This is an optimization exercise on Yosys and OpenROAD, whose aim is small area, a short achievable clock period and few clock cycles per item, not a production implementation. At most, simulation tests tie the RTL to the original design; equivalence was not proved. The RTL of runs 1 to 5 was laid out without a check of its function. Power is estimated from default activity; no workload was simulated.

`design/flow/design.v`:
```
module kf_tss_check (
    input  wire         clk,
    input  wire         rst,
    input  wire         in_valid,
    output wire         in_ready,
    input  wire         in_seq_stopped,
    input  wire         in_pin_owned,
    input  wire [31:0]  in_period,
    input  wire [319:0] in_entry,
    output wire         out_valid,
    output wire [15:0]  out_status,
    output wire [3:0]   out_field
);
    assign in_ready = 1'b1;
    wire [31:0] off  [0:7];
    wire [15:0] slot [0:3];
    genvar g;
    generate
        for (g = 0; g < 8; g = g + 1) begin : g_off
            assign off[g] = in_entry[32*g +: 32];
        end
        for (g = 0; g < 4; g = g + 1) begin : g_slot
            assign slot[g] = in_entry[256 + 16*g +: 16];
        end
    endgenerate
    integer i, k;
    reg [1:0] pre;
    always @(*) begin
        if (!in_seq_stopped)        pre = 2'd1;
        else if (!in_pin_owned)     pre = 2'd2;
        else if (in_period == 32'd0) pre = 2'd3;
        else                        pre = 2'd0;
    end
    reg [3:0] slot_bad;
    always @(*) begin
        for (i = 0; i < 4; i = i + 1) begin
            slot_bad[i] = 1'b0;
            for (k = 0; k < 6; k = k + 1)
                if (slot[i][2*k +: 2] == 2'b11)
                    slot_bad[i] = 1'b1;
            if (slot[i][15:14] == 2'b11)
                slot_bad[i] = 1'b1;
            if (slot[i][13:12] == 2'b00 && slot[i][15:14] != 2'b00)
                slot_bad[i] = 1'b1;
        end
    end
    reg       c5_fail;
    reg [1:0] c5_slot;
    always @(*) begin
        c5_fail = 1'b0;
        c5_slot = 2'd0;
        for (i = 3; i >= 0; i = i - 1)
            if (slot_bad[i]) begin
                c5_fail = 1'b1;
                c5_slot = i[1:0];
            end
    end
    reg [2:0] early;
    always @(*)
        if (pre != 2'd0)  early = {1'b0, pre};
        else if (c5_fail) early = {1'b1, c5_slot};
        else              early = 3'd0;
    reg [5:0] fire [0:3];
    reg [3:0] stb2;
    always @(*) begin
        for (i = 0; i < 4; i = i + 1) begin
            for (k = 0; k < 6; k = k + 1)
                fire[i][k] = slot[i][2*k +: 2] != 2'b00;
            stb2[i] = slot[i][15:14] == 2'b01 || slot[i][15:14] == 2'b10;
        end
    end
    reg [7:0] used;
    always @(*) begin
        for (k = 0; k < 6; k = k + 1)
            used[k] = fire[0][k] | fire[1][k] | fire[2][k] | fire[3][k];
        used[6] = 1'b1;
        used[7] = |stb2;
    end
    wire [7:0] ge;
    generate
        for (g = 0; g < 8; g = g + 1) begin : g_ge
            kf_tss_ge u_ge (.a(off[g]), .b(in_period), .y(ge[g]));
        end
    endgenerate
    wire far10, far20, far21, far30, far31, far32, far54, far76;
    kf_tss_far10 u_far10 (.a(off[1]), .b(off[0]), .y(far10));
    kf_tss_far10 u_far20 (.a(off[2]), .b(off[0]), .y(far20));
    kf_tss_far10 u_far21 (.a(off[2]), .b(off[1]), .y(far21));
    kf_tss_far10 u_far30 (.a(off[3]), .b(off[0]), .y(far30));
    kf_tss_far10 u_far31 (.a(off[3]), .b(off[1]), .y(far31));
    kf_tss_far10 u_far32 (.a(off[3]), .b(off[2]), .y(far32));
    kf_tss_far11 u_far54 (.a(off[5]), .b(off[4]), .y(far54));
    kf_tss_far10 u_far76 (.a(off[7]), .b(off[6]), .y(far76));
    wire en2 = (fire[0][4] & fire[0][5]) | (fire[1][4] & fire[1][5]) |
               (fire[2][4] & fire[2][5]) | (fire[3][4] & fire[3][5]);
    reg        s_valid;
    reg [2:0]  s_early;
    reg [7:0]  s_ge;
    reg [1:0]  s_used_e;  
    reg        s_used_s1;  
    reg [7:0]  s_near;    
    reg [3:0]  s_fire [0:3];
    reg        s_en2;
    always @(posedge clk) begin
        s_valid <= in_valid & ~rst;
        s_early <= early;
        s_ge    <= ge;
        s_used_e  <= used[5:4];
        s_used_s1 <= used[7];
        s_near  <= ~{far76, far54, far32, far31, far30, far21, far20, far10};
        for (i = 0; i < 4; i = i + 1)
            s_fire[i] <= fire[i][3:0];
        s_en2   <= en2;
    end
    wire [3:0] s_used_d = s_fire[0] | s_fire[1] | s_fire[2] | s_fire[3];
    wire [7:0] s_c6 = {s_used_s1, 1'b1, s_used_e, s_used_d} & s_ge;
    reg [2:0] s_c7 [0:3];
    always @(*) begin
        for (i = 0; i < 4; i = i + 1) begin
            s_c7[i][0] = s_fire[i][1] & s_fire[i][0] & s_near[0];
            s_c7[i][1] = s_fire[i][2] & (s_fire[i][1] ? s_near[2] : s_fire[i][0] & s_near[1]);
            s_c7[i][2] = s_fire[i][3] & (s_fire[i][2] ? s_near[5] :
                                         s_fire[i][1] ? s_near[4] : s_fire[i][0] & s_near[3]);
        end
    end
    wire s_c8 = s_en2 & s_near[6];
    wire s_c9 = s_used_s1 & s_near[7];
    localparam [15:0] ST_OK                 = 16'h0000;
    localparam [15:0] ST_SLOT_CODE          = 16'h0106;
    localparam [15:0] ST_EDGE_BEYOND_PERIOD = 16'h0107;
    localparam [15:0] ST_EDGE_SPACING       = 16'h0108;
    localparam [15:0] ST_STROBE_ORDER       = 16'h0109;
    localparam [15:0] ST_SEQ_STATE          = 16'h0200;
    localparam [15:0] ST_PIN_UNASSIGNED     = 16'h0201;
    localparam [15:0] ST_PERIOD_EMPTY       = 16'h0202;
    localparam [3:0]  F_NONE                = 4'd15;
    reg       c6_fail;
    reg [2:0] c6_off;
    always @(*) begin
        c6_fail = 1'b0;
        c6_off  = 3'd0;
        for (k = 7; k >= 0; k = k - 1)
            if (s_c6[k]) begin
                c6_fail = 1'b1;
                c6_off  = k[2:0];
            end
    end
    reg       c7_fail;
    reg [1:0] c7_off;
    always @(*) begin
        c7_fail = 1'b0;
        c7_off  = 2'd0;
        for (i = 3; i >= 0; i = i - 1)
            if (s_c7[i] != 3'd0) begin
                c7_fail = 1'b1;
                c7_off  = s_c7[i][0] ? 2'd1 : s_c7[i][1] ? 2'd2 : 2'd3;
            end
    end
    reg [15:0] status;
    reg [3:0]  field;
    always @(*) begin
        if (s_early == 3'd1) begin
            status = ST_SEQ_STATE;          field = F_NONE;
        end else if (s_early == 3'd2) begin
            status = ST_PIN_UNASSIGNED;     field = F_NONE;
        end else if (s_early == 3'd3) begin
            status = ST_PERIOD_EMPTY;       field = F_NONE;
        end else if (s_early[2]) begin
            status = ST_SLOT_CODE;          field = {2'b10, s_early[1:0]};
        end else if (c6_fail) begin
            status = ST_EDGE_BEYOND_PERIOD; field = {1'b0, c6_off};
        end else if (c7_fail) begin
            status = ST_EDGE_SPACING;       field = {2'b00, c7_off};
        end else if (s_c8) begin
            status = ST_EDGE_SPACING;       field = 4'd5;
        end else if (s_c9) begin
            status = ST_STROBE_ORDER;       field = 4'd7;
        end else begin
            status = ST_OK;                 field = F_NONE;
        end
    end
    reg       o_valid;
    reg [5:0] o_status;    
    reg [3:0] o_field;
    always @(posedge clk) begin
        o_valid  <= s_valid & ~rst;
        o_status <= {status[9:8], status[3:0]};
        o_field  <= field;
    end
    assign out_valid  = o_valid;
    assign out_status = {6'd0, o_status[5:4], 4'd0, o_status[3:0]};
    assign out_field  = o_field;
endmodule
module kf_tss_ge (
    input  wire [31:0] a,
    input  wire [31:0] b,
    output wire        y
);
    reg [31:0] G, P;
    integer s, j;
    always @(*) begin
        G = a & ~b;
        P = a | ~b;
        G[0] = P[0];
        for (s = 1; s < 32; s = s * 2)
            for (j = 0; j < 32; j = j + 2 * s) begin
                G[j] = G[j+s] | (P[j+s] & G[j]);
                P[j] = P[j+s] & P[j];
            end
    end
    assign y = G[0];
endmodule
module kf_tss_far10 (
    input  wire [31:0] a,
    input  wire [31:0] b,
    output wire        y
);
    reg [32:0] G, P, S;
    reg        clo;
    integer s, j;
    always @(*) begin
        G = {1'b0, a & ~b};
        P = {1'b0, a | ~b};
        G[0] = P[0];
        for (s = 1; s < 10; s = s * 2)
            for (j = 0; j + s < 10; j = j + 2 * s) begin
                G[j] = G[j+s] | (P[j+s] & G[j]);
                P[j] = P[j+s] & P[j];
            end
        clo = (a[10] ^ b[10]) & G[0];
        for (j = 11; j < 33; j = j + 1) begin
            S[j] = (j == 32) ? 1'b0 : a[j] ^ b[j];
            G[j] = (S[j] & a[j-1]) | (S[j] & ~b[j-1]);    
            P[j] = (S[j] | a[j-1]) | ~b[j-1];
        end
        for (s = 1; s < 33 - 11; s = s * 2)
            for (j = 11; j + s < 33; j = j + 2 * s) begin
                G[j] = G[j+s] | (P[j+s] & G[j]);
                P[j] = P[j+s] & P[j];
            end
    end
    assign y = G[11] | (P[11] & clo);
endmodule
module kf_tss_far11 (
    input  wire [31:0] a,
    input  wire [31:0] b,
    output wire        y
);
    reg [32:0] G, P, S;
    reg        clo;
    integer s, j;
    always @(*) begin
        G = {1'b0, a & ~b};
        P = {1'b0, a | ~b};
        G[0] = P[0];
        for (s = 1; s < 11; s = s * 2)
            for (j = 0; j + s < 11; j = j + 2 * s) begin
                G[j] = G[j+s] | (P[j+s] & G[j]);
                P[j] = P[j+s] & P[j];
            end
        clo = (a[11] ^ b[11]) & G[0];
        for (j = 12; j < 33; j = j + 1) begin
            S[j] = (j == 32) ? 1'b0 : a[j] ^ b[j];
            G[j] = (S[j] & a[j-1]) | (S[j] & ~b[j-1]);    
            P[j] = (S[j] | a[j-1]) | ~b[j-1];
        end
        for (s = 1; s < 33 - 12; s = s * 2)
            for (j = 12; j + s < 33; j = j + 2 * s) begin
                G[j] = G[j+s] | (P[j+s] & G[j]);
                P[j] = P[j+s] & P[j];
            end
    end
    assign y = G[12] | (P[12] & clo);
endmodule
```
`design/flow/flow/run.sh`:
```
#!/bin/bash
# The standard layout (standard.sh), with the ports buffered by the smallest buffer
# (sky130_fd_sc_hd__buf_1) instead of the one buffer_ports picks by default.
set -euo pipefail
export BUFFER_PORTS_ARGS="-buffer_cell sky130_fd_sc_hd__buf_1"
bash standard.sh > standard.log 2>&1
```
`design/flow/standard.sh`:
```
#!/bin/bash
# synth_recipe.tcl (not shown) runs the flow's synth.tcl, then flattens the netlist and writes it again
# the make line also repeats each setting of config.mk as NAME=value (left out here)
make -C /OpenROAD-flow-scripts/flow DESIGN_CONFIG=/design/flow/config.mk WORK_HOME=/design/flow/orfs CLKGATE_MAP_FILE= SYNTH_SCRIPT=/design/flow/synth_recipe.tcl "${@:-finish}"
```
`design/flow/config.mk`:
```
export PLATFORM = sky130hd
export DESIGN_NAME = kf_tss_check
export DESIGN_NICKNAME = kf_tss_check
export VERILOG_FILES = /design/flow/design.v
export SDC_FILE = /design/flow/constraint.sdc
export NUM_CORES = 4
export LEC_CHECK = 0
export CAP_MARGIN = 20
export CORE_MARGIN = 2
export CORE_UTILIZATION = 60
export PLACE_DENSITY = 0.7
export SETUP_SLACK_MARGIN = 4.2
export SLEW_MARGIN = 20
export SYNTH_HIERARCHICAL = 1
export SYNTH_MINIMUM_KEEP_SIZE = 0
```
`design/flow/constraint.sdc`:
```
create_clock -name core_clock -period 7.0 [get_ports {clk}]
set_input_delay 1.4000 -clock core_clock [delete_from_list [all_inputs] [get_ports {clk}]]
set_output_delay 1.4000 -clock core_clock [all_outputs]
set_load 0.01 [all_outputs]
```
==> summary.md, run 1 <==
| Metric | Value |
|---|---|
| Status | `finished clean` |
| Maxcap violations | `0` |
| CTS tree | `yes` |
| Post-synth EDFFs | `0` |
| Fin crit period | `2850 ps` |
| Final net count | `2882` |
| Final Hold Fails | `0` |
| GRT Residual Overflow | `0` |
| Initial Util | `61.6%` |
| Post-Route WL | `53100 um` |
| Critical-path top delay cell | `a221oi_1` |
| Clock Sinks | `51` |
| DR vias/cell | `6.30` |
| Synth cell count leaders | `inv_1 (305), nor2b_1 (191), nand2_1 (129)` |
| Peak Freq | `351 MHz` |
| Syn avg cell area | `6.91 um2` |
| Critical Setup Path Class | `primary input to flop` |
| DRC Markers | `0` |
| CTS Buf Count | `5` |
| Area growth syn-to-layout | `19.7%` |
| Max incr delay on CP | `300 ps` |
| Via count | `17.9k` |
| Clock Skews | `13.4 ps` |
| Tot GR Track Use | `38.3%` |
| Initial antenna violation count | `12` |
| Clock Tree Root | `clkbuf_16` |
| Crit. End Element | `flop` |
| Antenna viol nets, final | `0` |
| RSZ-0062 raised after global routing | `true` |
| Simple-gate area share of the yosys netlist | `34.0%` |
| Power per cell area | `101 nW/um2` |
| Critical Path Fanout Max | `8` |
| Async S/R FF share, synth | `0%` |
| WHS | `444 ps` |
| Ranking of synthesized cells by area | `nor2b_1 (8.2%), inv_1 (7.9%), dfxtp_1 (7.0%), xnor2_1 (6.7%), nand2b_1 (4.5%)` |
| Routability cong. | `1.00` |
| Top-area cell type share of the netlist area | `8.22%` |
| 1st-iter DRT viols | `1884` |
| Worst path cell trace | `buf_2 -> xor2_1 -> o2bb2a_4 -> a221oi_1 -> nor2_1 -> a21oi_4 -> nand3_2 -> a41o_1 -> inv_1` |
| CTS Buffer Depth | `2` |
| Main synth FF type | `dfxtp_1` |
| Arrival @ worst endpoint | `3090 ps` |
| Number of global-route vias before repair | `16.1k` |
| Final setup viols | `0` |
| Mapped cell area | `14500 um2` |
| Synth Area in Adders | `7.21%` |
| Largest family of logic cells by synthesized area | `simple AND/OR/NAND/NOR gates` |
| Reg clk slew, reported paths | `70 ps` |
| Share of cells above drive strength 1 | `16.5%` |
| Area leader, netlist | `nor2b_1` |
| Critical Path Source Type | `primary input` |
| Worst vdd ir | `0.0970 mV` |
| Number of synthesized register bits | `51` |
| Die width | `160 um` |
| Post-Synth XOR/XNOR Area | `7.83%` |
| WP data required | `7240 ps` |
| Port bufs | `367` |
| Delay-heaviest family, CP | `compound AO/OA/AOI/OAI gates` |
| Critical path buffer and inverter count | `2` |
| Crit share post-route | `40.7%` |
| First-pass GRT wire length | `81200 um` |
| Synth cell types | `87` |
| Leakage power | `0.00729 uW` |
| CTS H-tree lvls | `2` |
| Number of placed I/O pins | `379` |
| Std-Cell Rows | `56` |
| Count leader, synth | `inv_1` |
| Drt pass-1 iters | `8` |
| Yosys warnings | `16` |
| Die H | `160 um` |
| Setup TNS | `0 ps` |
| Die area | `25500 um2` |
| Synth Area in Compound Gates | `32.8%` |
| Least-Margin Pin Slew | `819 ps` |
| Core area | `23600 um2` |
| Final count of pins violating max slew | `0` |
| Sequential area share after synthesis | `7.02%` |
| Hold_buf cts | `0` |
| Post-synthesis mux area share | `1.10%` |
| Avg WL per Cell | `18.7 um` |
| Tot Pwr | `1750 uW` |
| Max-Slew Margin vs Limit | `45.4%` |
| Synth Instances | `2105` |
| Hold WC Path Type | `flop to flop` |
| Pin count of the biggest net entering global routing | `26` |
| Detailed placer's ending HPWL | `42400 um` |
| Skew-Pair Late Insertion Delay | `300 ps` |
-- placed cells by master (no fill, tap or decap), drive strengths merged, types with 35 or more instances in the layout --
cell | synthesis | final
a21oi | 73 | 73
nor3 | 47 | 47
nor2 | 59 | 59
maj3 | 81 | 81
inv | 323 | 327
a222oi | 35 | 35
nand3b | 35 | 35
o22ai | 76 | 76
nand2 | 131 | 131
xnor2 | 112 | 112
o21ai | 98 | 98
and2b | 38 | 38
a22oi | 55 | 55
buf | 11 | 353
nor2b | 206 | 206
clkbuf | 1 | 51
dfxtp | 51 | 51
nand2b | 104 | 104
a221oi | 42 | 42
nand3 | 68 | 68
-- path summary, 6_finish.rpt --
check / start / endpoint / slack, ps / cells after the start
min reg2reg: s_valid / o_valid / 440 / 1
min: s_valid / o_valid / 440 / 1
max: in_entry[109] / s_near[3] / 4150 / 9
max reg2reg: s_fire[1][0] / o_field[0] / 4940 / 6
-- power by group --
| part | internal, uW | switching [uW] | total [uW] |
|---|---|---|---|
| clock network | 136 | 125 | 261 |
| registers | 318 | 29.0 | 347 |
| logic | 476 | 666 | 1140 |
-- flip-flops by register name, indices dropped and copies added, names as in the netlist --
| name | cells |
|---|---|
| s_valid | 1 |
| s_used_e | 2 |
| o_field | 4 |
| s_early | 3 |
| o_status | 6 |
| s_fire | 16 |
| s_used_s1 | 1 |
| s_near | 8 |
| s_ge | 8 |
| o_valid | 1 |
| s_en2 | 1 |
-- per-stage QoR --
stage	utilization, %	instances	area [um2]	worst slack [ps]
detailed placement	69.0	2794	16300	3580
global placement	69.0	2794	16300	3570
CTS	70.7	2804	16700	4180
global route	73.6	2834	17400	4050
floorplan	-	2114	14600	4390
finish	73.7	2840	17400	4150
-- cell type report --
class | instances | area (um2)
antenna | 11 | 27.5
clock buffer | 5 | 125
clock inverter | 3 | 26.3
fill | 2017 | 6220
inverter | 362 | 1380
multi-input combinational | 1689 | 12400
sequential | 51 | 1020
tap | 319 | 399
timing repair buffer | 400 | 1970
-- Yosys stat by module, one instance, submodules excluded --
module        flops+latches  area (um2)  times used
kf_tss_check             51        2390           1
kf_tss_far11              0         962           1
kf_tss_far10              0         922           7
kf_tss_ge                 0         591           8
-- metal layers --
metal	vias to the layer above	part of all wire [%]	track usage, %
met2	960	46	63.8
met3	161	11	7.32
met4	10	3.7	13.4
met5	-	0.14	0
met1	8251	39	49.3
li1	8512	-	-
-- timing repair --
item,4_1_cts,5_1_grt
gates cloned,0,1
setup endpoints to repair,14,18
pin swaps,10,61
setup buffers,2,24
gates resized for setup,121,168
-- logic make-up after synthesis --
family / count (synthesis)
XOR/XNOR: 130
AND/OR/NAND/NOR: 815
buffers and inverters: 374
flip-flops: 51
multiplexers: 16
other: 2
adder cells (fa/ha/maj): 97
AO/OA/AOI/OAI: 620
==> inputs of run 2 (changes only) <==
--- a/design/flow/config.mk
+++ b/design/flow/config.mk
@@ -11,3 +11,3 @@
 export PLACE_DENSITY = 0.7
-export SETUP_SLACK_MARGIN = 4.2
+export SETUP_SLACK_MARGIN = 4.5
 export SLEW_MARGIN = 20
==> summary.md, run 2 <==
| Metric | Value |
|---|---|
| Critical-path top delay cell | `nor2b_1` |
| Commonest cells after routing, fill and taps aside | `inv_1 (300), buf_1 (161), nor2b_1 (143), nand2_1 (129), nand2b_1 (100)` |
| Count leader, synth | `inv_1` |
| CTS tree | `yes` |
| DR vias/cell | `6.55` |
| Share of cells above drive strength 1 | `24.6%` |
| Std-Cell Rows | `56` |
| Reg clk slew, reported paths | `90 ps` |
| 1st-iter DRT viols | `2179` |
| Worst vdd ir | `0.138 mV` |
| Area leader, netlist | `nor2b_1` |
| Largest Register | `s_fire` |
| Number of global-route vias before repair | `17.0k` |
| Final net count | `2904` |
| WP data required | `7260 ps` |
| Routability cong. | `1.01` |
| Post-synth EDFFs | `0` |
| Synth Instances | `2105` |
| Async S/R FF share, synth | `0%` |
| Sw Share | `46.9%` |
| Final Util | `80.1%` |
| Register area | `1020 um2` |
| Max incr delay on CP | `320 ps` |
| RSZ-0062 raised after global routing | `true` |
| Fin crit period | `2910 ps` |
| Pint | `1000 uW` |
| Area growth syn-to-layout | `30.1%` |
| Ranking of synthesized cells by area | `nor2b_1 (8.2%), inv_1 (7.9%), dfxtp_1 (7.0%), xnor2_1 (6.7%), nand2b_1 (4.5%)` |
| First-pass GRT wire length | `85700 um` |
| CTS Buffer Depth | `2` |
| Pin count of the biggest net entering global routing | `26` |
| Final count of pins violating max slew | `0` |
| Tot GR Track Use | `40.3%` |
| DRC Markers | `0` |
| Hold_buf cts | `0` |
| Biggest regs | `s_fire x16, s_ge x8, s_near x8` |
| Final setup viols | `0` |
| Peak Freq | `344 MHz` |
| Core area | `23600 um2` |
| Die width | `160 um` |
| Yosys warnings | `16` |
| Leakage power | `0.00806 uW` |
| Drt pass-1 iters | `9` |
| Syn avg cell area | `6.91 um2` |
| Avg WL per Cell | `19.9 um` |
| GRT Residual Overflow | `0` |
| Status | `finished clean` |
| Max-Slew Margin vs Limit | `61.4%` |
| Detailed placer's ending HPWL | `42800 um` |
| Delay-heaviest family, CP | `compound AO/OA/AOI/OAI gates` |
| Sw power | `885 uW` |
| Synth cell count leaders | `inv_1 (305), nor2b_1 (191), nand2_1 (129)` |
| Critical Path Fanout Max | `7` |
| Post-Route WL | `56800 um` |
| Power per cell area | `99.8 nW/um2` |
| Sequential share of power | `18.4%` |
| Mapped cell area | `14500 um2` |
| Crit share post-route | `41.5%` |
| Synth cell types | `87` |
| Initial antenna violation count | `6` |
| Arrival @ worst endpoint | `3170 ps` |
| Setup ws final | `4090 ps` |
| Via count | `18.7k` |
| Clock Tree Root | `clkbuf_16` |
| Maxcap violations | `0` |
| Sequential area share after synthesis | `7.02%` |
| Die area | `25500 um2` |
| Hold WC Path Type | `flop to flop` |
| Post-Place Setup Slack | `3510 ps` |
| Critical Setup Path Class | `primary input to flop` |
| DP Area | `16300 um2` |
| Antenna viol nets, final | `0` |
| Comb power frac | `67.4%` |
| Max FFs per register | `16` |
| CTS H-tree lvls | `2` |
| Number of placed I/O pins | `379` |
| Fin area | `18900 um2` |
| Initial Util | `61.6%` |
| Port bufs | `367` |
| Least-Margin Pin Slew | `571 ps` |
| Skew-Pair Late Insertion Delay | `310 ps` |
| CTS Buf Count | `5` |
| Die H | `160 um` |
| Critical path buffer and inverter count | `2` |
| Footprint of the multi-input gates | `13300 um2` |
| Final Hold Fails | `0` |
| Clock Skews | `18.1 ps` |
| Crit. End Element | `flop` |
| Main synth FF type | `dfxtp_1` |
| Critical Path Source Type | `primary input` |
| Number of synthesized register bits | `51` |
| Commonest non-fill, non-tap cell in the layout | `inv_1` |
| FILL cells | `1756` |
| Clock Sinks | `51` |
| Top-area cell type share of the netlist area | `8.22%` |
| WHS | `460 ps` |
| Setup TNS | `0 ps` |
| Worst path cell trace | `buf_2 -> nor2b_1 -> o22ai_1 -> a22oi_1 -> nor2_2 -> nor3_2 -> o21ai_1 -> a41o_1 -> inv_1` |
| Clock power share | `14.2%` |
## run 2: cell counts after synthesis
Identical to the previous run, type by type.
## run 2: kinds of logic (layout without fill, tap and decap cells)
kind of cell / count (synthesis) / in the layout / share of synthesized area (%)
buffers and inverters: 374 / 792 / 10.0
adders and majority gates: 97 / 97 / 7.21
AOI/OAI and AO/OA: 620 / 620 / 32.8
xor gates and xnor gates: 130 / 130 / 7.83
muxes: 16 / 16 / 1.10
other: 2 / 16 / 0.0517
DFF: 51 / 51 / 7.02
and+or+nand+nor: 815 / 815 / 34.0
## run 2: final cells by class
cell class | instances | share of cell area [%]
clock inverter | 3 | 0.139
antenna | 5 | 0.0662
inverter | 362 | 7.32
clock buffer | 5 | 0.662
tap | 319 | 2.11
multi-input combinational | 1689 | 70.6
timing repair buffer | 422 | 13.7
sequential | 51 | 5.40
## run 2: repair_timing
item | 4_1_cts | 5_1_grt
buffers inserted | 28 | 17
pin swaps | 80 | 98
cloned | 1 | 1
resized for setup | 365 | 286
setup endpoints to repair | 19 | 19
## run 2: final timing paths
kind / cells after the start / slack, ps / to / start
worst min-delay path: 1 / 460 / o_valid / s_valid
worst min register to register: 1 / 460 / o_valid / s_valid
worst max register to register: 6 / 4940 / o_field[0] / s_near[4]
worst max-delay path: 9 / 4090 / s_near[2] / in_entry[51]
## run 2: Yosys stat by module, one instance, submodules excluded
module	cell area (um2)	times used
kf_tss_far10	922	7
kf_tss_check	2390	1
kf_tss_ge	591	8
kf_tss_far11	962	1
## run 2: routing by layer
| metal | global-route usage [%] | wire, um | up-vias |
|---|---|---|---|
| met4 | 17.1 | 2910 | 4 |
| met2 | 68.3 | 26200 | 1222 |
| met1 | 50.3 | 21500 | 8675 |
| met3 | 6.96 | 6220 | 253 |
| met5 | 0 | 24 | - |
| li1 | - | - | 8552 |
## run 2: power by group through the flow
stage | combinational [uW] | clock, uW | sequential [uW]
final | 1270 | 267 | 347
after global routing | 1370 | 279 | 348
after CTS | 1140 | 267 | 345
after detailed placement | 1040 | 0 | 352
after global placement | 1020 | 0 | 352
after floorplan | 658 | 0 | 342
## run 2: metrics by stage
step	instances	power, uW
6_report	2856	1890
5_1_grt	2853	1990
4_1_cts	2833	1750
3_5_place_dp	2796	1390
3_3_place_gp	2796	1370
2_1_floorplan	2114	1000
==> inputs of run 3 (changes only) <==
--- a/design/flow/config.mk
+++ b/design/flow/config.mk
@@ -15 +15,2 @@
 export SYNTH_MINIMUM_KEEP_SIZE = 0
+export TNS_END_PERCENT = 5
==> summary.md, run 3 <==
| Metric | Value |
|---|---|
| Largest Register | `s_fire` |
| Biggest regs | `s_fire x16, s_ge x8, s_near x8` |
| DP Area | `16300 um2` |
| CTS tree | `yes` |
| Yosys warnings | `16` |
| Mapped cell area | `14500 um2` |
| Area leader, netlist | `nor2b_1` |
| Least-Margin Pin Slew | `819 ps` |
| Clock Sinks | `51` |
| Number of placed I/O pins | `379` |
| Main synth FF type | `dfxtp_1` |
| Count leader, synth | `inv_1` |
| Commonest cells after routing, fill and taps aside | `inv_1 (304), buf_1 (227), nor2b_1 (166), nand2_1 (129), nand2b_1 (101)` |
| Sequential area share after synthesis | `7.02%` |
| Max-Slew Margin vs Limit | `45.4%` |
| Initial Util | `61.6%` |
| Port bufs | `367` |
| Post-synth EDFFs | `0` |
| Critical Path Fanout Max | `6` |
| Maxcap violations | `0` |
| Number of synthesized register bits | `51` |
| Die width | `160 um` |
| CTS Buffer Depth | `2` |
| Final Hold Fails | `0` |
| Max FFs per register | `16` |
| Core area | `23600 um2` |
| Grt met1 use | `49.2%` |
| Leakage power | `0.00732 uW` |
| Routability cong. | `1.01` |
| Peak Freq | `354 MHz` |
| Hold_buf cts | `0` |
| Final count of pins violating max slew | `0` |
| Die area | `25500 um2` |
| Final setup viols | `0` |
| GR Util met2 | `66.8%` |
| Hold WC Path Type | `flop to flop` |
| Async S/R FF share, synth | `0%` |
| CTS Buf Count | `5` |
| Fin area | `17500 um2` |
| Final net count | `2873` |
| Critical Setup Path Class | `primary input to flop` |
| Syn avg cell area | `6.91 um2` |
| Commonest non-fill, non-tap cell in the layout | `inv_1` |
| Clock Skews | `13.7 ps` |
| Avg WL per Cell | `19.3 um` |
| Critical Path Source Type | `primary input` |
| Die H | `160 um` |
| Worst vdd ir | `0.117 mV` |
| Tot GR Track Use | `39.7%` |
| Setup TNS | `0 ps` |
| Std-Cell Rows | `56` |
| First-pass GRT wire length | `84500 um` |
| Number of global-route vias before repair | `16.9k` |
| Synth Instances | `2105` |
| RSZ-0062 raised after global routing | `true` |
| Reg clk slew, reported paths | `80 ps` |
| DR vias/cell | `6.40` |
| Gr busiest metal | `met2` |
| Power per cell area | `102 nW/um2` |
| WP data required | `7260 ps` |
| Synth cell types | `87` |
| Share of cells above drive strength 1 | `17.2%` |
| Fin crit period | `2820 ps` |
| CTS H-tree lvls | `2` |
| Pin count of the biggest net entering global routing | `26` |
| Crit share post-route | `40.3%` |
| Detailed placer's ending HPWL | `43300 um` |
| Met3 Usage GRT | `7.64%` |
| Synth cell count leaders | `inv_1 (305), nor2b_1 (191), nand2_1 (129)` |
| Area growth syn-to-layout | `20.3%` |
| Antenna viol nets, final | `0` |
| Skew-Pair Late Insertion Delay | `310 ps` |
| Top-area cell type share of the netlist area | `8.22%` |
| Status | `finished clean` |
| GRT Residual Overflow | `0` |
| Drt pass-1 iters | `6` |
| Crit. End Element | `flop` |
| Clock Tree Root | `clkbuf_16` |
| DRC Markers | `0` |
| Post-Route WL | `54700 um` |
| Via count | `18.1k` |
| Initial antenna violation count | `14` |
| Arrival @ worst endpoint | `3080 ps` |
| Ranking of synthesized cells by area | `nor2b_1 (8.2%), inv_1 (7.9%), dfxtp_1 (7.0%), xnor2_1 (6.7%), nand2b_1 (4.5%)` |
| 1st-iter DRT viols | `2040` |
## run 3: path summary, 6_finish.rpt
path | cells after the start | end | startpoint | slack (ps)
hold reg to reg | 1 | o_valid | s_valid | 460
setup / recovery | 8 | s_near[2] | in_entry[35] | 4180
hold / removal | 1 | o_valid | s_valid | 460
setup reg to reg | 6 | o_field[0] | s_fire[1][0] | 4970
## run 3: per-module statistics from Yosys (local to each module, per instance)
| module | cells inside | flops+latches |
|---|---|---|
| kf_tss_ge | 97 | 0 |
| kf_tss_check | 266 | 51 |
| kf_tss_far11 | 146 | 0 |
| kf_tss_far10 | 131 | 0 |
## run 3: timing repair
action,in CTS,in global routing
pin swaps,41,24
cloned,1,0
buffers inserted,14,3
resized for setup,228,76
setup endpoints to repair,19,19
## run 3: final cells by class
class,count,area (um2)
Clock inverter,3,26.3
Inverter,362,1380
Timing Repair Buffer,391,1940
Clock buffer,5,125
Antenna cell,12,30.0
Multi-Input combinational cell,1689,12600
Fill cell,1990,6120
Tap cell,319,399
Sequential cell,51,1020
## run 3: stage by stage
step / util [%] / cells / total power [uW] / setup WS, ps / hold WS [ps]
finish: 74.1 / 2832 / 1780 / 4180 / 455
global route: 74.0 / 2827 / 1880 / 4110 / 488
CTS: 72.8 / 2817 / 1710 / 4280 / 458
detailed placement: 69.0 / 2794 / 1400 / 3530 / 437
global placement: 69.0 / 2794 / 1370 / 3560 / 425
floorplan: - / 2114 / 1000 / 4400 / 414
## run 3: cells by family (layout without fill, tap and decap cells)
kind of cell / Yosys count / after routing / synth area share [%]
flops: 51 / 51 / 7.02
fa+ha+maj: 97 / 97 / 7.21
compound gates: 620 / 620 / 32.8
buf+inv: 374 / 761 / 10.0
simple gates: 815 / 815 / 34.0
xor+xnor: 130 / 130 / 7.83
mux: 16 / 16 / 1.10
other cells: 2 / 23 / 0.0517
## run 3: critical path: stages
cell	delay (ps)
buf_4	130
inv_1	70
a222oi_1	520
o211ai_2	160
a21oi_2	310
nand3_2	150
a41o_1	270
inv_1	50
## run 3: where the power goes
group          internal, uW  switching (uW)  total, uW
logic                   481             682       1160
registers               318            28.8        346
clock network           136             130        267
## run 3: routing by layer
metal | wire length [um] | vias to the layer above
met2 | 25100 | 1038
met5 | 53 | -
li1 | - | 8489
met1 | 21500 | 8383
met3 | 5540 | 216
met4 | 2460 | 8
==> inputs of run 4 (changes only) <==
--- a/design/flow/design.v
+++ b/design/flow/design.v
@@ -100,3 +100,3 @@
     reg        s_used_s1;  
-    reg [7:0]  s_near;    
+    reg [7:0]  s_far;     
     reg [3:0]  s_fire [0:3];
@@ -109,3 +109,3 @@
         s_used_s1 <= used[7];
-        s_near  <= ~{far76, far54, far32, far31, far30, far21, far20, far10};
+        s_far   <= {far76, far54, far32, far31, far30, far21, far20, far10};
         for (i = 0; i < 4; i = i + 1)
@@ -116,2 +116,3 @@
     wire [7:0] s_c6 = {s_used_s1, 1'b1, s_used_e, s_used_d} & s_ge;
+    wire [7:0] s_near = ~s_far;
     reg [2:0] s_c7 [0:3];
--- a/design/flow/config.mk
+++ b/design/flow/config.mk
@@ -11,3 +11,3 @@
 export PLACE_DENSITY = 0.7
-export SETUP_SLACK_MARGIN = 4.5
+export SETUP_SLACK_MARGIN = 4.0
 export SLEW_MARGIN = 20
@@ -15,2 +15 @@
 export SYNTH_MINIMUM_KEEP_SIZE = 0
-export TNS_END_PERCENT = 5
==> summary.md, run 4 <==
| Metric | Value |
|---|---|
| Number of placed I/O pins | `379` |
| Clock Sinks | `51` |
| Die H | `160 um` |
| Comb power frac | `64.0%` |
| Commonest cells after routing, fill and taps aside | `buf_1 (309), inv_1 (293), nor2b_1 (200), nand2_1 (123), xnor2_1 (112)` |
| Antenna viol nets, final | `0` |
| Port bufs | `367` |
| Maxcap violations | `0` |
| FILL cells | `2269` |
| Async S/R FF share, synth | `0%` |
| Crit. End Element | `flop` |
| Sequential area share after synthesis | `7.00%` |
| 1st-iter DRT viols | `1764` |
| Simple-gate area share of the yosys netlist | `34.1%` |
| Final count of pins violating max slew | `0` |
| Sw Share | `47.5%` |
| Ranking of synthesized cells by area | `nor2b_1 (8.7%), inv_1 (7.5%), dfxtp_1 (7.0%), xnor2_1 (6.7%), nand2b_1 (4.7%)` |
| Worst vdd ir | `0.109 mV` |
| RR Endpoint | `o_field[1]` |
| Area leader, netlist | `nor2b_1` |
| Peak Freq | `335 MHz` |
| Hold_buf cts | `0` |
| Commonest non-fill, non-tap cell in the layout | `buf_1` |
| Post-synthesis mux area share | `1.10%` |
| Sw power | `817 uW` |
| CTS Buf Count | `5` |
| Synth Area in Compound Gates | `33.1%` |
| Routability cong. | `1.00` |
| CTS tree | `yes` |
| RSZ-0062 raised after global routing | `true` |
| Post-synth EDFFs | `0` |
| Critical Path Source Type | `primary input` |
| Via count | `17.9k` |
| WP data required | `7210 ps` |
| Avg WL per Cell | `18.8 um` |
| Worst Hold End | `o_valid` |
| Largest Register | `s_fire` |
| Final Hold Fails | `0` |
| Leakage power | `0.00669 uW` |
| Top-area cell type share of the netlist area | `8.66%` |
| Tot GR Track Use | `39.2%` |
| Skew-Pair Late Insertion Delay | `310 ps` |
| Critical Setup Path Class | `primary input to flop` |
| CTS Buffer Depth | `2` |
| Die area | `25600 um2` |
| Least-Margin Pin Slew | `1010 ps` |
| DRC Markers | `0` |
| Count leader, synth | `inv_1` |
| Reg clk slew, reported paths | `90 ps` |
| Final net count | `2853` |
| First-pass GRT wire length | `83600 um` |
| Pin count of the biggest net entering global routing | `26` |
| DR vias/cell | `6.35` |
| RR Startpoint | `s_fire[2][2]` |
| Crit share post-route | `42.6%` |
| Detailed placer's ending HPWL | `43000 um` |
| Share of cells above drive strength 1 | `10.3%` |
| Arrival @ worst endpoint | `3190 ps` |
| Clock Tree Root | `clkbuf_16` |
| Max-Slew Margin vs Limit | `32.4%` |
| Post-Place Setup Slack | `3450 ps` |
| Final setup viols | `0` |
| Initial Util | `60.5%` |
| Power per cell area | `103 nW/um2` |
| Post-Synth XOR/XNOR Area | `7.81%` |
| Die width | `160 um` |
| Synth cell types | `90` |
| Setup ws final | `4020 ps` |
| Number of global-route vias before repair | `16.3k` |
| Clock power share | `15.6%` |
| Hold WC Path Type | `flop to flop` |
| Biggest regs | `s_fire x16, s_far x8, s_ge x8` |
| Std-Cell Rows | `57` |
| Initial antenna violation count | `8` |
| Status | `finished clean` |
| R2R setup slack | `4610 ps` |
| Synth cell count leaders | `inv_1 (293), nor2b_1 (202), nand2_1 (123)` |
| Sequential share of power | `20.4%` |
| Main synth FF type | `dfxtp_1` |
| Post-Route WL | `52800 um` |
| Setup TNS | `0 ps` |
| Yosys warnings | `16` |
| Drt pass-1 iters | `9` |
| Largest family of logic cells by synthesized area | `simple AND/OR/NAND/NOR gates` |
| Max FFs per register | `16` |
| Tot Pwr | `1720 uW` |
| Critical Path Fanout Max | `6` |
| GRT Residual Overflow | `0` |
| Clock Skews | `14.8 ps` |
| Synth Area in Adders | `7.19%` |
| Synth Instances | `2101` |
| Fin crit period | `2980 ps` |
| Pint | `902 uW` |
| Number of synthesized register bits | `51` |
| Mapped cell area | `14600 um2` |
| Area growth syn-to-layout | `14.4%` |
| Syn avg cell area | `6.94 um2` |
| Launch point of the worst hold path | `s_valid` |
| Core area | `24100 um2` |
| R2R cell count | `5` |
| CTS H-tree lvls | `2` |
| Hold Crit Depth | `1` |
-- run 4: cell count changes in the layout (fill, tap and decap cells not counted), moves of 8 or more --
cell and change:
nor2b_2 -20, xnor2_2 -14, a221oi_2 -8, clkbuf_2 +37
nor3b_1 +8, inv_1 -11, buf_2 -74, clkbuf_4 -14
buf_4 -31, nand2b_1 +9, buf_1 +82, nor2b_1 +34
xnor2_1 +15
-- run 4: timing repair --
item	CTS	global route
setup buffers	1	3
pin swaps	1	6
gates resized for setup	13	61
endpoints found under the setup margin	9	15
-- run 4: kinds of logic after synthesis --
group,Yosys count
AO/OA/AOI/OAI,629
XOR/XNOR,130
adder cells (fa/ha/maj),97
buffers and inverters,364
flip-flops,51
multiplexers,16
other,2
AND/OR/NAND/NOR,812
-- run 4: per-layer routing --
metal | part of all wire (%) | routed length (um) | GRT usage, % | vias up
met5 | 0.042 | 22 | 0 | -
met4 | 3.9 | 2050 | 14.0 | 4
met3 | 9.9 | 5250 | 7.82 | 149
met2 | 45 | 23800 | 65.6 | 919
met1 | 41 | 21700 | 50.2 | 8307
li1 | - | - | - | 8477
-- run 4: critical path: stages --
cell       delay, ps
buf_1            220
inv_1            100
a2bb2oi_1        150
a222oi_1         460
o211ai_2         160
a21oi_2          300
nand3_1          170
a41o_1           240
-- run 4: area by class of cell --
cell class                      count  area (um2)  share of cell area [%]
Antenna cell                        8        20.0                   0.120
Sequential cell                    51        1020                    6.12
Clock buffer                        5         125                   0.750
Inverter                          350        1320                    7.93
Clock inverter                      3        28.8                   0.172
Timing Repair Buffer              377        1530                    9.14
Tap cell                          324         405                    2.43
Multi-Input combinational cell   1695       12200                    73.3
-- run 4: through the flow --
| stage | cell area, um2 | hold WS (ps) | utilization, % | std cells |
|---|---|---|---|---|
| detailed placement | 16400 | 451 | 67.8 | 2793 |
| floorplan | 14600 | 414 | - | 2110 |
| global placement | 16400 | 433 | 67.8 | 2793 |
| global route | 16700 | 484 | 69.2 | 2807 |
| finish | 16700 | 467 | 69.2 | 2813 |
| CTS | 16600 | 469 | 68.7 | 2802 |
-- run 4: how the worst max path moves through the flow --
stage            startpoint       end  slack, ps
2_1_floorplan  in_entry[10]   s_ge[0]       4400
3_3_place_gp   in_entry[57]   s_ge[1]       3500
3_5_place_dp   in_entry[57]   s_ge[1]       3450
4_1_cts        in_entry[23]  s_far[0]       4010
5_1_grt        in_period[5]   s_ge[1]       3980
6_report       in_entry[34]  s_far[4]       4020
-- run 4: power groups by stage --
stage               clock, uW  sequential (uW)  combinational [uW]
finish                    268              351                1100
CTS                       270              349                1070
global route              283              353                1200
global placement            0              355                1030
detailed placement          0              355                1060
floorplan                   0              342                 669
-- run 4: modules after synthesis, one instance, submodules excluded --
| module | copies in the design | cells inside | area (um2) | flip-flops and latches |
|---|---|---|---|---|
| kf_tss_check | 1 | 262 | 2440 | 51 |
| kf_tss_far11 | 1 | 146 | 962 | 0 |
| kf_tss_far10 | 7 | 131 | 922 | 0 |
| kf_tss_ge | 8 | 97 | 591 | 0 |
==> inputs of run 5 (changes only) <==
--- a/design/flow/config.mk
+++ b/design/flow/config.mk
@@ -11,3 +11,3 @@
 export PLACE_DENSITY = 0.7
-export SETUP_SLACK_MARGIN = 4.0
+export SETUP_SLACK_MARGIN = 4.5
 export SLEW_MARGIN = 20
@@ -15 +15,2 @@
 export SYNTH_MINIMUM_KEEP_SIZE = 0
+export TNS_END_PERCENT = 0
==> summary.md, run 5 <==
| Metric | Value |
|---|---|
| Synth cell types | `90` |
| Maxcap violations | `0` |
| Number of placed I/O pins | `379` |
| Die area | `25600 um2` |
| Least-Margin Pin Slew | `889 ps` |
| Pin count of the biggest net entering global routing | `26` |
| Drt pass-1 iters | `6` |
| Status | `finished clean` |
| FILL cells | `2251` |
| Final setup viols | `0` |
| Tot GR Track Use | `39.8%` |
| Die width | `160 um` |
| DRC Markers | `0` |
| Clock Sinks | `51` |
| Critical Setup Path Class | `primary input to flop` |
| Sw power | `818 uW` |
| Ranking of synthesized cells by area | `nor2b_1 (8.7%), inv_1 (7.5%), dfxtp_1 (7.0%), xnor2_1 (6.7%), nand2b_1 (4.7%)` |
| Fin crit period | `2920 ps` |
| Via count | `18.1k` |
| Mapped cell area | `14600 um2` |
| Count leader, synth | `inv_1` |
| Comb power frac | `64.6%` |
| Final Hold Fails | `0` |
| Area growth syn-to-layout | `16.4%` |
| Arrival @ worst endpoint | `3170 ps` |
| Reg clk slew, reported paths | `80 ps` |
| Sw Share | `47.2%` |
| Max FFs per register | `16` |
| Die H | `160 um` |
| Synth cell count leaders | `inv_1 (293), nor2b_1 (202), nand2_1 (123)` |
| Peak Freq | `342 MHz` |
| GRT Residual Overflow | `0` |
| First-pass GRT wire length | `85000 um` |
| Port bufs | `367` |
| Core area | `24100 um2` |
| Yosys warnings | `16` |
| Final count of pins violating max slew | `0` |
| WP data required | `7250 ps` |
| Fin area | `17000 um2` |
| DP Area | `16400 um2` |
| Tot Pwr | `1730 uW` |
| Area leader, netlist | `nor2b_1` |
| Sequential area share after synthesis | `7.00%` |
| Top-area cell type share of the netlist area | `8.66%` |
| Leakage power | `0.00688 uW` |
| CTS H-tree lvls | `2` |
| Async S/R FF share, synth | `0%` |
| Clock Tree Root | `clkbuf_16` |
| Detailed placer's ending HPWL | `43600 um` |
| Crit share post-route | `41.7%` |
| Pint | `916 uW` |
| RSZ-0062 raised after global routing | `true` |
| Number of synthesized register bits | `51` |
| Initial antenna violation count | `14` |
| Setup TNS | `0 ps` |
| Post-Route WL | `53400 um` |
| Clock Skews | `14.5 ps` |
| Crit. End Element | `flop` |
| Commonest non-fill, non-tap cell in the layout | `inv_1` |
| Commonest cells after routing, fill and taps aside | `inv_1 (293), buf_1 (283), nor2b_1 (202), nand2_1 (123)` |
| Critical Path Fanout Max | `8` |
| Skew-Pair Late Insertion Delay | `310 ps` |
| Largest Register | `s_fire` |
| CTS tree | `yes` |
| Power per cell area | `102 nW/um2` |
| Worst vdd ir | `0.130 mV` |
| Share of cells above drive strength 1 | `12.2%` |
| Hold_buf cts | `0` |
| Max-Slew Margin vs Limit | `40.7%` |
| 1st-iter DRT viols | `1828` |
| CTS Buffer Depth | `2` |
| Critical Path Source Type | `primary input` |
| Final net count | `2868` |
| Post-synth EDFFs | `0` |
| Hold WC Path Type | `flop to flop` |
| Sequential share of power | `20.2%` |
| CTS Buf Count | `5` |
| Avg WL per Cell | `18.9 um` |
| Clock power share | `15.2%` |
| Biggest regs | `s_fire x16, s_far x8, s_ge x8` |
| DR vias/cell | `6.40` |
| Syn avg cell area | `6.94 um2` |
| Antenna viol nets, final | `0` |
| Std-Cell Rows | `57` |
| Main synth FF type | `dfxtp_1` |
| Synth Instances | `2101` |
| Initial Util | `60.5%` |
| Number of global-route vias before repair | `16.8k` |
| Routability cong. | `1.03` |
-- run 5: cell counts after synthesis --
Identical to the previous run, type by type.
-- run 5: worst max-delay path, cell delays in order --
cell and delay [ps]:
buf_1 340, nor2b_1 140, a2111oi_2 380, o221ai_1 260, o211ai_2 230, a21oi_2 130
nand3_1 130, a41o_1 160
-- run 5: power by group through the flow --
stage	combinational, uW	clock, uW	sequential [uW]
global route	1220	277	352
floorplan	669	0	342
detailed placement	1060	0	355
finish	1120	264	350
global placement	1030	0	354
CTS	1080	263	348
-- run 5: kinds of logic (layout without fill, tap and decap cells) --
group | count (synthesis) | after routing | synth area share [%]
buffers and inverters | 364 | 750 | 9.72
adder cells (fa/ha/maj) | 97 | 97 | 7.19
XOR/XNOR | 130 | 130 | 7.81
AND/OR/NAND/NOR | 812 | 812 | 34.1
flip-flops | 51 | 51 | 7.00
multiplexers | 16 | 16 | 1.10
other | 2 | 21 | 0.0515
AO/OA/AOI/OAI | 629 | 629 | 33.1
-- run 5: path summary, 6_finish.rpt --
kind,from,endpoint,slack (ps),cells after the start
setup / recovery,in_entry[102],s_far[5],4080,8
hold / removal,s_valid,o_valid,450,1
setup reg to reg,s_fire[1][1],o_field[3],4590,5
hold reg to reg,s_valid,o_valid,450,1
-- run 5: stage by stage --
| stage | worst slack (ps) | cells | hold WS (ps) | util, % |
|---|---|---|---|---|
| CTS | 4180 | 2812 | 457 | 69.8 |
| global placement | 3600 | 2797 | 431 | 68.0 |
| floorplan | 4400 | 2110 | 414 | - |
| detailed placement | 3550 | 2797 | 440 | 68.0 |
| finish | 4080 | 2830 | 454 | 70.4 |
| global route | 3970 | 2824 | 472 | 70.4 |
-- run 5: repair_timing --
item	4_1_cts	5_1_grt
resized for setup	101	26
buffers inserted	7	8
endpoints found under the setup margin	19	21
pin swaps	16	12
-- run 5: Yosys stat by module (local to each module, per instance) --
module        cell area (um2)  flip-flops and latches  cells inside
kf_tss_ge                 591                       0            97
kf_tss_far11              962                       0           146
kf_tss_check             2440                      51           262
kf_tss_far10              922                       0           131
-- run 5: layout make-up --
class	instances	area [um2]	share of cell area, %
clock inverters	3	28.8	0.169
inverters	350	1320	7.80
multi-input cells	1695	12300	72.3
diodes	10	25.0	0.147
well taps	324	405	2.39
clock buffers	5	125	0.737
flip-flops and latches	51	1020	6.01
repair buffers	392	1770	10.4
-- run 5: layer usage --
metal  share of wire, %  track usage (%)  vias to the layer above
met4                4.4             16.6                       12
met3                 11             9.01                      211
met1                 39             49.2                     8361
met5               0.15                0                        -
li1                   -                -                     8522
met2                 46             66.7                     1003
==> inputs of run 6 (changes only) <==
--- a/design/flow/design.v
+++ b/design/flow/design.v
@@ -78,17 +78,27 @@
     end
-    wire [7:0] ge;
+    wire [2:0] ge_p  [0:7];
+    wire [2:0] far_p [0:7];
     generate
         for (g = 0; g < 8; g = g + 1) begin : g_ge
-            kf_tss_ge u_ge (.a(off[g]), .b(in_period), .y(ge[g]));
+            kf_tss_ge_lo u_lo (.a(off[g][15:0]),  .b(in_period[15:0]),  .c(ge_p[g][0]));
+            kf_tss_ge_hi u_hi (.a(off[g][31:16]), .b(in_period[31:16]), .g(ge_p[g][2]),
+                               .p(ge_p[g][1]));
         end
     endgenerate
-    wire far10, far20, far21, far30, far31, far32, far54, far76;
-    kf_tss_far10 u_far10 (.a(off[1]), .b(off[0]), .y(far10));
-    kf_tss_far10 u_far20 (.a(off[2]), .b(off[0]), .y(far20));
-    kf_tss_far10 u_far21 (.a(off[2]), .b(off[1]), .y(far21));
-    kf_tss_far10 u_far30 (.a(off[3]), .b(off[0]), .y(far30));
-    kf_tss_far10 u_far31 (.a(off[3]), .b(off[1]), .y(far31));
-    kf_tss_far10 u_far32 (.a(off[3]), .b(off[2]), .y(far32));
-    kf_tss_far11 u_far54 (.a(off[5]), .b(off[4]), .y(far54));
-    kf_tss_far10 u_far76 (.a(off[7]), .b(off[6]), .y(far76));
+    kf_tss_far_lo10 u_far10_lo (.a(off[1][16:0]), .b(off[0][16:0]), .c(far_p[0][0]));
+    kf_tss_far_lo10 u_far20_lo (.a(off[2][16:0]), .b(off[0][16:0]), .c(far_p[1][0]));
+    kf_tss_far_lo10 u_far21_lo (.a(off[2][16:0]), .b(off[1][16:0]), .c(far_p[2][0]));
+    kf_tss_far_lo10 u_far30_lo (.a(off[3][16:0]), .b(off[0][16:0]), .c(far_p[3][0]));
+    kf_tss_far_lo10 u_far31_lo (.a(off[3][16:0]), .b(off[1][16:0]), .c(far_p[4][0]));
+    kf_tss_far_lo10 u_far32_lo (.a(off[3][16:0]), .b(off[2][16:0]), .c(far_p[5][0]));
+    kf_tss_far_lo11 u_far54_lo (.a(off[5][16:0]), .b(off[4][16:0]), .c(far_p[6][0]));
+    kf_tss_far_lo10 u_far76_lo (.a(off[7][16:0]), .b(off[6][16:0]), .c(far_p[7][0]));
+    kf_tss_far_hi u_far10_hi (.a(off[1][31:16]), .b(off[0][31:16]), .g(far_p[0][2]), .p(far_p[0][1]));
+    kf_tss_far_hi u_far20_hi (.a(off[2][31:16]), .b(off[0][31:16]), .g(far_p[1][2]), .p(far_p[1][1]));
+    kf_tss_far_hi u_far21_hi (.a(off[2][31:16]), .b(off[1][31:16]), .g(far_p[2][2]), .p(far_p[2][1]));
+    kf_tss_far_hi u_far30_hi (.a(off[3][31:16]), .b(off[0][31:16]), .g(far_p[3][2]), .p(far_p[3][1]));
+    kf_tss_far_hi u_far31_hi (.a(off[3][31:16]), .b(off[1][31:16]), .g(far_p[4][2]), .p(far_p[4][1]));
+    kf_tss_far_hi u_far32_hi (.a(off[3][31:16]), .b(off[2][31:16]), .g(far_p[5][2]), .p(far_p[5][1]));
+    kf_tss_far_hi u_far54_hi (.a(off[5][31:16]), .b(off[4][31:16]), .g(far_p[6][2]), .p(far_p[6][1]));
+    kf_tss_far_hi u_far76_hi (.a(off[7][31:16]), .b(off[6][31:16]), .g(far_p[7][2]), .p(far_p[7][1]));
     wire en2 = (fire[0][4] & fire[0][5]) | (fire[1][4] & fire[1][5]) |
@@ -97,6 +107,6 @@
     reg [2:0]  s_early;
-    reg [7:0]  s_ge;
+    reg [2:0]  s_ge  [0:7];
     reg [1:0]  s_used_e;  
     reg        s_used_s1;  
-    reg [7:0]  s_far;     
+    reg [2:0]  s_far [0:7];
     reg [3:0]  s_fire [0:3];
@@ -106,6 +116,8 @@
         s_early <= early;
-        s_ge    <= ge;
         s_used_e  <= used[5:4];
         s_used_s1 <= used[7];
-        s_far   <= {far76, far54, far32, far31, far30, far21, far20, far10};
+        for (k = 0; k < 8; k = k + 1) begin
+            s_ge[k]  <= ge_p[k];
+            s_far[k] <= far_p[k];
+        end
         for (i = 0; i < 4; i = i + 1)
@@ -114,5 +126,11 @@
     end
+    reg [7:0] s_gek;     
+    reg [7:0] s_near;    
+    always @(*)
+        for (k = 0; k < 8; k = k + 1) begin
+            s_gek[k]  = s_ge[k][2] | (s_ge[k][1] & s_ge[k][0]);
+            s_near[k] = !(s_far[k][2] | (s_far[k][1] & s_far[k][0]));
+        end
     wire [3:0] s_used_d = s_fire[0] | s_fire[1] | s_fire[2] | s_fire[3];
-    wire [7:0] s_c6 = {s_used_s1, 1'b1, s_used_e, s_used_d} & s_ge;
-    wire [7:0] s_near = ~s_far;
+    wire [7:0] s_c6 = {s_used_s1, 1'b1, s_used_e, s_used_d} & s_gek;
     reg [2:0] s_c7 [0:3];
@@ -194,8 +212,8 @@
 endmodule
-module kf_tss_ge (
-    input  wire [31:0] a,
-    input  wire [31:0] b,
-    output wire        y
+module kf_tss_ge_lo (
+    input  wire [15:0] a,
+    input  wire [15:0] b,
+    output wire        c
 );
-    reg [31:0] G, P;
+    reg [15:0] G, P;
     integer s, j;
@@ -205,4 +223,4 @@
         G[0] = P[0];
-        for (s = 1; s < 32; s = s * 2)
-            for (j = 0; j < 32; j = j + 2 * s) begin
+        for (s = 1; s < 16; s = s * 2)
+            for (j = 0; j + s < 16; j = j + 2 * s) begin
                 G[j] = G[j+s] | (P[j+s] & G[j]);
@@ -211,10 +229,30 @@
     end
-    assign y = G[0];
+    assign c = G[0];
 endmodule
-module kf_tss_far10 (
-    input  wire [31:0] a,
-    input  wire [31:0] b,
-    output wire        y
+module kf_tss_ge_hi (
+    input  wire [15:0] a,
+    input  wire [15:0] b,
+    output wire        g,
+    output wire        p
 );
-    reg [32:0] G, P, S;
+    reg [15:0] G, P;
+    integer s, j;
+    always @(*) begin
+        G = a & ~b;
+        P = a | ~b;
+        for (s = 1; s < 16; s = s * 2)
+            for (j = 0; j + s < 16; j = j + 2 * s) begin
+                G[j] = G[j+s] | (P[j+s] & G[j]);
+                P[j] = P[j+s] & P[j];
+            end
+    end
+    assign g = G[0];
+    assign p = P[0];
+endmodule
+module kf_tss_far_lo10 (
+    input  wire [16:0] a,
+    input  wire [16:0] b,
+    output wire        c
+);
+    reg [16:0] G, P, S;
     reg        clo;
@@ -222,4 +260,4 @@
     always @(*) begin
-        G = {1'b0, a & ~b};
-        P = {1'b0, a | ~b};
+        G = a & ~b;
+        P = a | ~b;
         G[0] = P[0];
@@ -231,4 +269,4 @@
         clo = (a[10] ^ b[10]) & G[0];
-        for (j = 11; j < 33; j = j + 1) begin
-            S[j] = (j == 32) ? 1'b0 : a[j] ^ b[j];
+        for (j = 11; j < 17; j = j + 1) begin
+            S[j] = a[j] ^ b[j];
             G[j] = (S[j] & a[j-1]) | (S[j] & ~b[j-1]);    
@@ -236,4 +274,4 @@
         end
-        for (s = 1; s < 33 - 11; s = s * 2)
-            for (j = 11; j + s < 33; j = j + 2 * s) begin
+        for (s = 1; s < 17 - 11; s = s * 2)
+            for (j = 11; j + s < 17; j = j + 2 * s) begin
                 G[j] = G[j+s] | (P[j+s] & G[j]);
@@ -242,10 +280,10 @@
     end
-    assign y = G[11] | (P[11] & clo);
+    assign c = G[11] | (P[11] & clo);
 endmodule
-module kf_tss_far11 (
-    input  wire [31:0] a,
-    input  wire [31:0] b,
-    output wire        y
+module kf_tss_far_lo11 (
+    input  wire [16:0] a,
+    input  wire [16:0] b,
+    output wire        c
 );
-    reg [32:0] G, P, S;
+    reg [16:0] G, P, S;
     reg        clo;
@@ -253,4 +291,4 @@
     always @(*) begin
-        G = {1'b0, a & ~b};
-        P = {1'b0, a | ~b};
+        G = a & ~b;
+        P = a | ~b;
         G[0] = P[0];
@@ -262,4 +300,4 @@
         clo = (a[11] ^ b[11]) & G[0];
-        for (j = 12; j < 33; j = j + 1) begin
-            S[j] = (j == 32) ? 1'b0 : a[j] ^ b[j];
+        for (j = 12; j < 17; j = j + 1) begin
+            S[j] = a[j] ^ b[j];
             G[j] = (S[j] & a[j-1]) | (S[j] & ~b[j-1]);    
@@ -267,4 +305,27 @@
         end
-        for (s = 1; s < 33 - 12; s = s * 2)
-            for (j = 12; j + s < 33; j = j + 2 * s) begin
+        for (s = 1; s < 17 - 12; s = s * 2)
+            for (j = 12; j + s < 17; j = j + 2 * s) begin
+                G[j] = G[j+s] | (P[j+s] & G[j]);
+                P[j] = P[j+s] & P[j];
+            end
+    end
+    assign c = G[12] | (P[12] & clo);
+endmodule
+module kf_tss_far_hi (
+    input  wire [15:0] a,
+    input  wire [15:0] b,
+    output wire        g,
+    output wire        p
+);
+    reg [15:0] S, G, P;
+    integer s, j;
+    always @(*) begin
+        for (j = 0; j < 16; j = j + 1)
+            S[j] = (j == 15) ? 1'b0 : a[j+1] ^ b[j+1];
+        for (j = 0; j < 16; j = j + 1) begin
+            G[j] = (S[j] & a[j]) | (S[j] & ~b[j]);
+            P[j] = (S[j] | a[j]) | ~b[j];
+        end
+        for (s = 1; s < 16; s = s * 2)
+            for (j = 0; j + s < 16; j = j + 2 * s) begin
                 G[j] = G[j+s] | (P[j+s] & G[j]);
@@ -273,3 +334,4 @@
     end
-    assign y = G[12] | (P[12] & clo);
+    assign g = G[0];
+    assign p = P[0];
 endmodule
--- a/design/flow/config.mk
+++ b/design/flow/config.mk
@@ -11,3 +11,3 @@
 export PLACE_DENSITY = 0.7
-export SETUP_SLACK_MARGIN = 4.5
+export SETUP_SLACK_MARGIN = 4.8
 export SLEW_MARGIN = 20
@@ -15,2 +15,2 @@
 export SYNTH_MINIMUM_KEEP_SIZE = 0
-export TNS_END_PERCENT = 0
+export TNS_END_PERCENT = 5
==> summary.md, run 6 <==
| Metric | Value |
|---|---|
| Launch point of the worst hold path | `s_valid` |
| Area leader, netlist | `dfxtp_1` |
| Drt pass-1 iters | `9` |
| Register area | `1660 um2` |
| Number of synthesized register bits | `83` |
| Final Hold Fails | `0` |
| Clock Skews | `13.4 ps` |
| Std-Cell Rows | `58` |
| Sequential area share after synthesis | `10.9%` |
| WP data required | `7260 ps` |
| Synth Area in Adders | `6.55%` |
| Routability cong. | `0.982` |
| Synth cell count leaders | `inv_1 (278), nand2b_1 (205), nor2_1 (137)` |
| CTS Buf Count | `9` |
| Port bufs | `367` |
| Critical Path Fanout Max | `6` |
| Post-Route WL | `54400 um` |
| Number of global-route vias before repair | `16.5k` |
| Final count of pins violating max slew | `0` |
| Status | `finished clean` |
| Initial antenna violation count | `2` |
| Yosys warnings | `22` |
| Area growth syn-to-layout | `19.6%` |
| First-pass GRT wire length | `83300 um` |
| Syn avg cell area | `7.14 um2` |
| CTS tree | `yes` |
| Pin count of the biggest net entering global routing | `26` |
| Critical Setup Path Class | `primary input to flop` |
| Worst vdd ir | `0.119 mV` |
| RR Startpoint | `s_fire[0][1]` |
| Synth Area in Compound Gates | `32.3%` |
| Post-Synth XOR/XNOR Area | `8.71%` |
| Die width | `163 um` |
| Tot GR Track Use | `38.8%` |
| Leakage power | `0.00768 uW` |
| Hold WC Path Type | `flop to flop` |
| Share of cells above drive strength 1 | `17.4%` |
| Critical Path Source Type | `primary input` |
| Maxcap violations | `0` |
| GRT Residual Overflow | `0` |
| WHS | `455 ps` |
| Die area | `26600 um2` |
| Core area | `25000 um2` |
| Skew-Pair Late Insertion Delay | `360 ps` |
| Max-Slew Margin vs Limit | `44.0%` |
| Largest family of logic cells by synthesized area | `compound AO/OA/AOI/OAI gates` |
| Detailed placer's ending HPWL | `42900 um` |
| Power per cell area | `122 nW/um2` |
| Post-Place Setup Slack | `3750 ps` |
| Least-Margin Pin Slew | `819 ps` |
| Worst path cell trace | `buf_1 -> inv_1 -> o22ai_1 -> a2111oi_2 -> and3_1 -> o211ai_2` |
| Main synth FF type | `dfxtp_1` |
| Arrival @ worst endpoint | `2810 ps` |
| 1st-iter DRT viols | `2102` |
| Synth Instances | `2126` |
| Initial Util | `60.6%` |
| Setup ws final | `4460 ps` |
| Max incr delay on CP | `370 ps` |
| Count leader, synth | `inv_1` |
| FILL cells | `2133` |
| Antenna viol nets, final | `0` |
| Die H | `163 um` |
| Synth cell types | `84` |
| Async S/R FF share, synth | `0%` |
| CP startpoint | `in_entry[73]` |
| Crit. End Element | `flop` |
| Biggest regs | `s_far x24, s_ge x24, s_fire x16` |
| Avg WL per Cell | `18.9 um` |
| CTS Buffer Depth | `2` |
| Simple-gate area share of the yosys netlist | `31.9%` |
| Final net count | `2909` |
| Commonest cells after routing, fill and taps aside | `inv_1 (276), buf_1 (236), nand2b_1 (204), nor2_1 (137), xor2_1 (132)` |
| Fin crit period | `2540 ps` |
| DRC Markers | `0` |
| Number of placed I/O pins | `379` |
| Ranking of synthesized cells by area | `dfxtp_1 (11%), nand2b_1 (8.5%), xor2_1 (7.8%), inv_1 (6.9%), a21oi_1 (3.7%)` |
| DR vias/cell | `6.26` |
| Via count | `18.0k` |
| CTS H-tree lvls | `3` |
| Reg clk slew, reported paths | `70 ps` |
| Post-synth EDFFs | `0` |
| Footprint of the multi-input gates | `12400 um2` |
| Crit share post-route | `36.3%` |
| Post-synthesis mux area share | `0%` |
| Mapped cell area | `15200 um2` |
| Setup TNS | `0 ps` |
| Peak Freq | `393 MHz` |
| RSZ-0062 raised after global routing | `true` |
| Clock Sinks | `83` |
| Top-area cell type share of the netlist area | `10.9%` |
| Clock Tree Root | `clkbuf_16` |
| Final setup viols | `0` |
| Commonest non-fill, non-tap cell in the layout | `inv_1` |
| Critical-path top delay cell | `o22ai_1` |
## run 6: kinds of logic (layout without fill, tap and decap cells)
logic type / after synthesis / count (layout)
simple gates: 770 / 770
other cells: 2 / 13
fa+ha+maj: 91 / 91
compound gates: 652 / 652
buf+inv: 377 / 783
xor+xnor: 151 / 151
flops: 83 / 83
## run 6: per-module statistics from Yosys, one instance, submodules excluded
module,flops+latches,cells
kf_tss_check,83,311
kf_tss_far_lo10,0,61
kf_tss_ge_lo,0,43
kf_tss_far_lo11,0,52
kf_tss_far_hi,0,73
kf_tss_ge_hi,0,51
## run 6: path summary, 6_finish.rpt
check,to,slack [ps],cells after the start
worst max-delay path,s_far[1][0],4460,6
worst max register to register,o_status[0],4750,5
worst min register to register,o_valid,450,1
worst min-delay path,o_valid,450,1
## run 6: power breakdown
group / internal (uW) / leakage [uW] / switching (uW)
clock network: 251 / 0.000138 / 226
logic: 479 / 0.00685 / 711
registers: 520 / 0.000690 / 32.5
## run 6: what timing repair did
action / 4_1_cts / 5_1_grt
cloned: 1 / 1
buffers inserted: 23 / 5
setup endpoints to repair: 62 / 67
pin swaps: 39 / 13
gates resized for setup: 173 / 85
hold buffers: 0 / 0
## run 6: final cells by class
cell class / instances / area share [%]
well taps: 330 / 2.27
multi-input cells: 1675 / 68.5
flip-flops and latches: 83 / 9.15
diodes: 2 / 0.0276
clock inverters: 7 / 0.365
repair buffers: 403 / 10.9
inverters: 364 / 7.57
clock buffers: 9 / 1.24
## run 6: worst max-delay path: cells and delay by family
family / cells / cell delay [ps]
compound gates: 3 / 720
buf+inv: 2 / 450
simple gates: 1 / 240
## run 6: metrics by stage
step | util (%) | cell area [um2] | power (uW) | std cells
3_3_place_gp | 67.8 | 17000 | 1620 | 2825
4_1_cts | 71.2 | 17800 | 2170 | 2865
2_1_floorplan | - | 15200 | 1230 | 2135
6_report | 72.5 | 18200 | 2220 | 2873
5_1_grt | 72.5 | 18200 | 2340 | 2872
3_5_place_dp | 67.8 | 17000 | 1640 | 2825
## run 6: metal layers
layer / track usage [%] / part of all wire (%)
met5: 0 / 0
met3: 5.82 / 9.1
met1: 48.5 / 40
met4: 15.6 / 4.1
met2: 66.9 / 47
Testbench counts of run 6, summed over its fixed seeds: cycles 24,016, items 24,000.

separate check: timing with driven ports:
In the flow no input, the clock included, has a driving cell. The finished layouts below were timed again as built, in two steps.
Step 1 (the two cells are an assumption about what drives the block):
set clk [get_ports {clk}]
set_driving_cell -lib_cell sky130_fd_sc_hd__clkbuf_16 $clk
set_driving_cell -lib_cell sky130_fd_sc_hd__buf_2 [delete_from_list [all_inputs] $clk]
Step 2 moves the port delays by t, midway between the first and last clock arrival at a register: inputs arrive t later, outputs are due t later. That takes back most of the time a late clock gives input paths.
Slacks: ideal / step 1 / step 2; pairs: ideal / step 1.
run | shift t [ns] | slack for setup (ns) | worst setup path at the end
run 1 | 0.334 | 4.152 / 4.173 / 3.840 | input to register
run 2 | 0.339 | 4.093 / 4.111 / 3.772 | input to register
run 3 | 0.341 | 4.177 / 4.169 / 3.828 | input to register
run 4 | 0.337 | 4.018 / 4.003 / 3.666 | input to register
run 5 | 0.335 | 4.080 / 4.079 / 3.744 | input to register
run 6 | 0.397 | 4.456 / 4.467 / 4.070 | input to register
After both steps every run listed still meets setup and hold. For run 6, which loses most, drivers alone change the setup slack by +0.011 ns; drivers and shift together by -0.386 ns.
